Source: an optimization exercise on an open RTL-to-GDS flow (aim: small area, a short achievable clock period and few clock cycles per item). Production flows keep margins and buffers that such runs may drop.
Function was checked by simulation only, so behaviour that the tests miss may differ from the original.
Power figures rest on the tool's default switching activity, not on a simulated workload.

==> flow/design.v <==
`timescale 1ns/1ps
module line_factor (
    input  wire        clk,
    input  wire        rst,
    input  wire        req_valid,
    output wire        req_ready,
    input  wire [3:0]  req_phase,
    input  wire        req_norm_en,
    input  wire [31:0] req_exp_ref,
    input  wire [31:0] req_exp_meas,
    input  wire [17:0] req_norm_min,
    input  wire [17:0] req_norm_max,
    input  wire        req_drift_upd,
    input  wire        req_drift_first,
    input  wire [17:0] req_drift_mean,
    input  wire [3:0]  req_drift_shift,
    input  wire [17:0] req_drift_ref,
    input  wire [5:0]  req_drift_range,
    output wire        rsp_valid,
    input  wire        rsp_ready,
    output wire [17:0] rsp_ratio,
    output wire        rsp_norm_clamp,
    output wire [17:0] rsp_drift,
    output wire        rsp_drift_clamp
);
    localparam [2:0] S_IDLE   = 3'd0,
                     S_FILTER = 3'd1,
                     S_DIV_R  = 3'd2,
                     S_DIV_Q  = 3'd3,
                     S_RESP   = 3'd4;
    localparam integer NW = 50;    
    localparam integer DW = 33;    
    reg [2:0] state;
    reg [3:0]  phase;
    reg        norm_en;
    reg [31:0] exp_ref, exp_meas;
    reg [17:0] norm_min, norm_max;
    reg        drift_upd, drift_first;
    reg [17:0] drift_mean;
    reg [3:0]  drift_shift;
    reg [17:0] drift_ref;
    reg [5:0]  drift_range;
    reg [16*26-1:0] m_state;
    reg [16*18-1:0] q_state;
    wire [25:0] m_old = m_state[phase*26 +: 26];
    wire [17:0] q_old = q_state[phase*18 +: 18];
    wire signed [26:0] m_delta = $signed({1'b0, drift_mean, 8'd0}) - $signed({1'b0, m_old});
    wire signed [26:0] m_step  = m_delta >>> drift_shift;
    wire [25:0] m_filt  = m_old + m_step[25:0];
    wire [25:0] m_next  = drift_first ? {drift_mean, 8'd0} : m_filt;
    reg [25:0] m_new;
    wire [23:0] lim_lo_tab [0:63];
    wire [23:0] lim_hi_tab [0:63];
    genvar g;
    generate
        for (g = 0; g < 64; g = g + 1) begin : g_lim
            assign lim_lo_tab[g] = (24'd65536 * (24'd100 - g) + 24'd50) / 24'd100;
            assign lim_hi_tab[g] = (24'd65536 * (24'd100 + g) + 24'd50) / 24'd100;
        end
    endgenerate
    wire [23:0] lim_lo_full = lim_lo_tab[drift_range];
    wire [23:0] lim_hi_full = lim_hi_tab[drift_range];
    reg  [17:0] lim_lo, lim_hi;
    reg [NW-1:0] dv_nq;      
    reg [DW:0]   dv_rem;
    reg [DW-1:0] dv_den;
    reg [5:0]    dv_cnt;
    wire [DW:0]   dv_trial = {dv_rem[DW-1:0], dv_nq[NW-1]};
    wire          dv_ge    = dv_trial >= {1'b0, dv_den};
    wire [DW:0]   dv_diff  = dv_trial - {1'b0, dv_den};
    wire [NW-1:0] dv_quot  = {dv_nq[NW-2:0], dv_ge};    
    reg [17:0] r_res;
    reg        r_clamp;
    reg [17:0] q_res;
    reg        q_clamp;
    reg [17:0] r_sel;
    reg        r_sel_clamp;
    always @(*) begin
        r_sel       = dv_quot[17:0];
        r_sel_clamp = 1'b0;
        if (!norm_en) begin
            r_sel = 18'd65536;
        end else if (exp_meas == 32'd0) begin
            r_sel       = norm_max;
            r_sel_clamp = 1'b1;
        end else if (dv_quot < {32'd0, norm_min}) begin
            r_sel       = norm_min;
            r_sel_clamp = 1'b1;
        end else if (dv_quot > {32'd0, norm_max}) begin
            r_sel       = norm_max;
            r_sel_clamp = 1'b1;
        end
    end
    reg [17:0] q_sel;
    reg        q_sel_clamp;
    always @(*) begin
        q_sel       = dv_quot[17:0];
        q_sel_clamp = 1'b0;
        if (m_new == 26'd0) begin
            q_sel       = lim_hi;
            q_sel_clamp = 1'b1;
        end else if (dv_quot < {32'd0, lim_lo}) begin
            q_sel       = lim_lo;
            q_sel_clamp = 1'b1;
        end else if (dv_quot > {32'd0, lim_hi}) begin
            q_sel       = lim_hi;
            q_sel_clamp = 1'b1;
        end
    end
    assign req_ready       = (state == S_IDLE);
    assign rsp_valid       = (state == S_RESP);
    assign rsp_ratio       = r_res;
    assign rsp_norm_clamp  = r_clamp;
    assign rsp_drift       = q_res;
    assign rsp_drift_clamp = q_clamp;
    integer i;
    always @(posedge clk) begin
        if (rst) begin
            state <= S_IDLE;
            for (i = 0; i < 16; i = i + 1) begin
                m_state[i*26 +: 26] <= 26'd0;
                q_state[i*18 +: 18] <= 18'd65536;
            end
        end else begin
            case (state)
                S_IDLE: begin
                    if (req_valid) begin
                        phase       <= req_phase;
                        norm_en     <= req_norm_en;
                        exp_ref     <= req_exp_ref;
                        exp_meas    <= req_exp_meas;
                        norm_min    <= req_norm_min;
                        norm_max    <= req_norm_max;
                        drift_upd   <= req_drift_upd;
                        drift_first <= req_drift_first;
                        drift_mean  <= req_drift_mean;
                        drift_shift <= req_drift_shift;
                        drift_ref   <= req_drift_ref;
                        drift_range <= req_drift_range;
                        state       <= S_FILTER;
                    end
                end
                S_FILTER: begin
                    m_new  <= m_next;
                    lim_lo <= lim_lo_full[17:0];
                    lim_hi <= lim_hi_full[17:0];
                    dv_nq  <= {1'b0, exp_ref, 17'd0} + {18'd0, exp_meas};
                    dv_den <= {exp_meas, 1'b0};
                    dv_rem <= {(DW+1){1'b0}};
                    dv_cnt <= NW[5:0];
                    state  <= S_DIV_R;
                end
                S_DIV_R: begin
                    dv_nq  <= dv_quot;
                    dv_rem <= dv_ge ? dv_diff : dv_trial;
                    dv_cnt <= dv_cnt - 6'd1;
                    if (dv_cnt == 6'd1) begin
                        r_res   <= r_sel;
                        r_clamp <= r_sel_clamp;
                        dv_nq  <= {8'd0, drift_ref, 24'd0} + {25'd0, m_new[25:1]};
                        dv_den <= {7'd0, m_new};
                        dv_rem <= {(DW+1){1'b0}};
                        dv_cnt <= NW[5:0];
                        state  <= S_DIV_Q;
                    end
                end
                S_DIV_Q: begin
                    dv_nq  <= dv_quot;
                    dv_rem <= dv_ge ? dv_diff : dv_trial;
                    dv_cnt <= dv_cnt - 6'd1;
                    if (dv_cnt == 6'd1) begin
                        if (drift_upd) begin
                            q_res   <= q_sel;
                            q_clamp <= q_sel_clamp;
                            m_state[phase*26 +: 26] <= m_new;
                            q_state[phase*18 +: 18] <= q_sel;
                        end else begin
                            q_res   <= q_old;
                            q_clamp <= 1'b0;
                        end
                        state <= S_RESP;
                    end
                end
                S_RESP: begin
                    if (rsp_ready)
                        state <= S_IDLE;
                end
                default: state <= S_IDLE;
            endcase
        end
    end
endmodule
==> flow/run.sh <==
#!/bin/bash
# synth_recipe.tcl (not shown) runs the flow's synth.tcl, then flattens the netlist and writes it again
# the make line also repeats each setting of config.mk as NAME=value (left out here)
make -C /OpenROAD-flow-scripts/flow DESIGN_CONFIG=/design/flow/config.mk WORK_HOME=/design/flow/orfs CLKGATE_MAP_FILE= SYNTH_SCRIPT=/design/flow/synth_recipe.tcl finish
==> flow/config.mk <==
export PLATFORM = sky130hd
export DESIGN_NAME = line_factor
export DESIGN_NICKNAME = line_factor
export VERILOG_FILES = /design/flow/design.v
export SDC_FILE = /design/flow/constraint.sdc
export NUM_CORES = 4
export LEC_CHECK = 0
export CAP_MARGIN = 20
export CORE_MARGIN = 2
export CORE_UTILIZATION = 40
export SLEW_MARGIN = 20
==> flow/constraint.sdc <==
create_clock -name core_clock -period 10.0 [get_ports {clk}]
set_input_delay 2.0000 -clock core_clock [delete_from_list [all_inputs] [get_ports {clk}]]
set_output_delay 2.0000 -clock core_clock [all_outputs]
set_load 0.01 [all_outputs]
==> results.txt <==
-- placed cells by master, fill, tap and decap left out, types with 71 or more instances in the layout --
cell	instances
nand3_1	183
dfxtp_1	707
nand2_1	793
o22ai_1	136
clkdlybuf4s50_1	195
clkbuf_16	124
nor3_1	140
inv_1	226
o211ai_1	71
buf_4	203
ha_1	182
nor2_1	938
mux2i_1	121
a22oi_1	380
edfxtp_1	371
xnor2_1	73
o21ai_0	426
a21oi_1	460
mux4_2	233
-- worst max-delay path: cells and delay by family, from the launching register on --
kind	cells	cell delay, ps
AND/OR/NAND/NOR	7	1320
adder cells (fa/ha/maj)	2	640
AO/OA/AOI/OAI	13	3220
multiplexers	4	1490
XOR/XNOR	2	310
buffers and inverters	3	1090
flip-flops	1	410
-- routing by layer --
layer / vias to the layer above / global-route usage / share of wire
met5: - / 0.002724 / 0.00059
met4: 22 / 0.1992 / 0.062
met3: 961 / 0.1185 / 0.13
met2: 4554 / 0.5292 / 0.41
met1: 30190 / 0.4906 / 0.39
li1: 26110 / - / -
-- cells by family (layout without fill, tap and decap cells) --
kind of cell | count (synthesis) | count (layout)
muxes | 429 | 429
AOI/OAI and AO/OA | 2082 | 2082
buffers and inverters | 722 | 869
and+or+nand+nor | 2356 | 2356
DFF | 1078 | 1078
xor gates and xnor gates | 128 | 128
other | 0 | 16
adders and majority gates | 189 | 189
-- metrics by stage --
stage	instances	setup slack, ps
after floorplan	6984	70.19
final	9205	1164
after detailed placement	8965	1365
after CTS	9186	1307
after global routing	9189	375.4
after global placement	8960	1390
-- state kept, by name, summed over array words and instances, names as in the netlist, 4 cells and up --
register,flops
exp_meas,32
q_res,18
q_state,288
dv_den,33
drift_range,6
norm_min,18
dv_cnt,6
dv_nq,50
exp_ref,32
lim_lo,16
r_res,18
phase,4
drift_ref,18
dv_rem,33
drift_shift,4
norm_max,18
m_new,26
m_state,416
drift_mean,18
lim_hi,16
-- power groups by stage --
stage,combinational (uW),clock (uW),sequential (uW)
finish,2520,4690,4700
global route,2530,4880,4710
CTS,2350,4700,4700
detailed placement,2340,0,4790
global placement,2340,0,4800
floorplan,1220,0,4760
-- path summary, 6_finish.rpt --
path                                    from           end  slack, ps
worst max register to register      phase[0]     m_new[25]       1160
worst max-delay path                phase[0]     m_new[25]       1160
worst min register to register  q_state[168]  q_state[168]        460
worst min-delay path            q_state[168]  q_state[168]        460
-- area by class of cell --
type	count	area [um^2]
diodes	16	40.04
clock buffers	160	3392
clock inverters	61	729.5
fillers	14890	84260
inverters	239	900.9
multi-input cells	5184	35000
flip-flops and latches	1078	25290
well taps	2058	2575
repair buffers	409	3655
==> impl_metrics.toml <==
[cts]
ctsHoldBuffers = 0
clockBufferDepth = 3
cts_resized = 0
h-tree-depth = 3
path_clk_slew_ps = 70
cts_tree = "yes"
numCtsBuffers = 120
clockRootBuffer = "clkbuf_16"
clkSinkCount = 1078
clk_latency_ps = 810
post_cts_buffers = 0

[power]
p_switching_uw = 4003
p_per_area_nw_per_um2 = 166.4
clkPwrFrac = 0.393
power.share.combinational = 0.212
intPower_uw = 7906
peakVddDrop_mv = 0.1512
seq_power_share = 0.395
p_leak_uw = 0.02493
swShare = 0.3361
finalPower_uw = 11910

[sta]
post-route-period-util = 0.8836
tightest_slew_ps = 1326
finalHoldViolations = 0
fmax_mhz = 113.2
finalSetupViolations = 0
finalSetupTns_ps = 0
final_max_slew_viol_count = 0
skew_ps = 73.31
timing.hold.ws_ps = 463.0
min_period_ps = 8836
rsz0062_at_grt = "false"
maxSlewHeadroom = 0.1160

[floorplan]
row_count = 145
die_y_um = 399.8
start_util = 0.4021
die_area_um2 = 159800
core_um2 = 155800
die_w_um = 399.8
top_level_ports = 197

[min_path]
hold_depth = 2
hold_path_class = "reg -> reg"

[cells_and_area]
final_util = 0.4593
fin_area_um2 = 71580
drive_gt1_frac = 0.1196
nets = 7378
area_growth_pct = 14.24

[setup_path]
startpoint_type = "register"
worstRegToRegCells = 31
critPathSlowestCell = "a2111oi_0"
cp_max_fo = 63
crit_required_ps = 10480
arrival_ps = 9320
end_kind = "register"
path_class = "reg -> reg"
max_stage_delay_ps = 760

[global_routing]
grt_max_degree = 224
grt_pass1_vias = 56620
gr-total-overflow = 0
antenna_found_initial = 24
grt_first_pass_wirelength_um = 425000
grt.total_usage = 0.3689

[yosys]
syn-instance-count = 6984
synthArstFlopShare = 0
syn-num-nets = 7330
yosysSeqAreaShare = 0.4037
synth_compound_area_frac = 0.2175
synth-adder-area-share = 0.03822
yosysMostFrequentCell = "nor2_1"
synthSimpleGateAreaFrac = 0.1603
synth_top_area_share = 0.2259
yosys-top-cells-count = "962 x nor2_1, 793 x nand2_1, 707 x dfxtp_1"
avgSynthCellArea_um2 = 8.972
synth_ff_type = "dfxtp_1"
synth_top_family_by_area = "compound AO/OA/AOI/OAI gates"
ys_ff_latch = 1078
ys.warnings.count = 1
synthDominantAreaCellType = "dfxtp_1"
post_synth_xor_area_fraction = 0.01789
synth.area.top_cells = "dfxtp_1 23%, edfxtp_1 18%, mux4_2 8.4%"
synth_edf_count = 371
synthDistinctLibCells = 102
netlist_area_um2 = 62660
synthMuxAreaShare = 0.1176

[place]
port_buffers = 196
placed_area_um2 = 67320
place_congestion = 1.127
dp_hpwl_um = 220700

[run_status]
status = "complete, no violations"

[drt]
routedWlPerCell_um = 33.20
vias = 61840
drc_errors = 0
drt_wl_total_um = 305600
drtPass1Iterations = 9
ant_nets = 0
drt_iter0_drc = 9940
via_per_inst = 6.718

[flow_run]
cap_violations = 0
Testbench counts, summed over its fixed seeds: cycles 247,200, items 2,400.

[re-timing with driven ports]
In the flow no input, the clock included, has a driving cell. The finished layout below was timed again as built, in two steps.
Step 1 assumes that a clkbuf_16 drives the clock port and a buf_2 every other input.
Step 2, shift: input delay + t, output delay - t, t = (earliest + latest rising clock arrival at the registers) / 2. This alone moves slack from input paths to output paths.
Slacks: ideal ports / drivers / drivers and shift; pairs: ideal ports / drivers.
t (ns): 0.867
setup slack, ns: 1.164 / 1.164 / 1.164
worst hold slack (ns): 0.463 / 0.463 / 0.463
worst setup path after step 2: register to register
cell pins on the clock port's net: 1
After both steps this run still meets setup and hold. For this run, drivers alone change the setup slack by 0.000 ns; drivers and shift together by 0.000 ns.
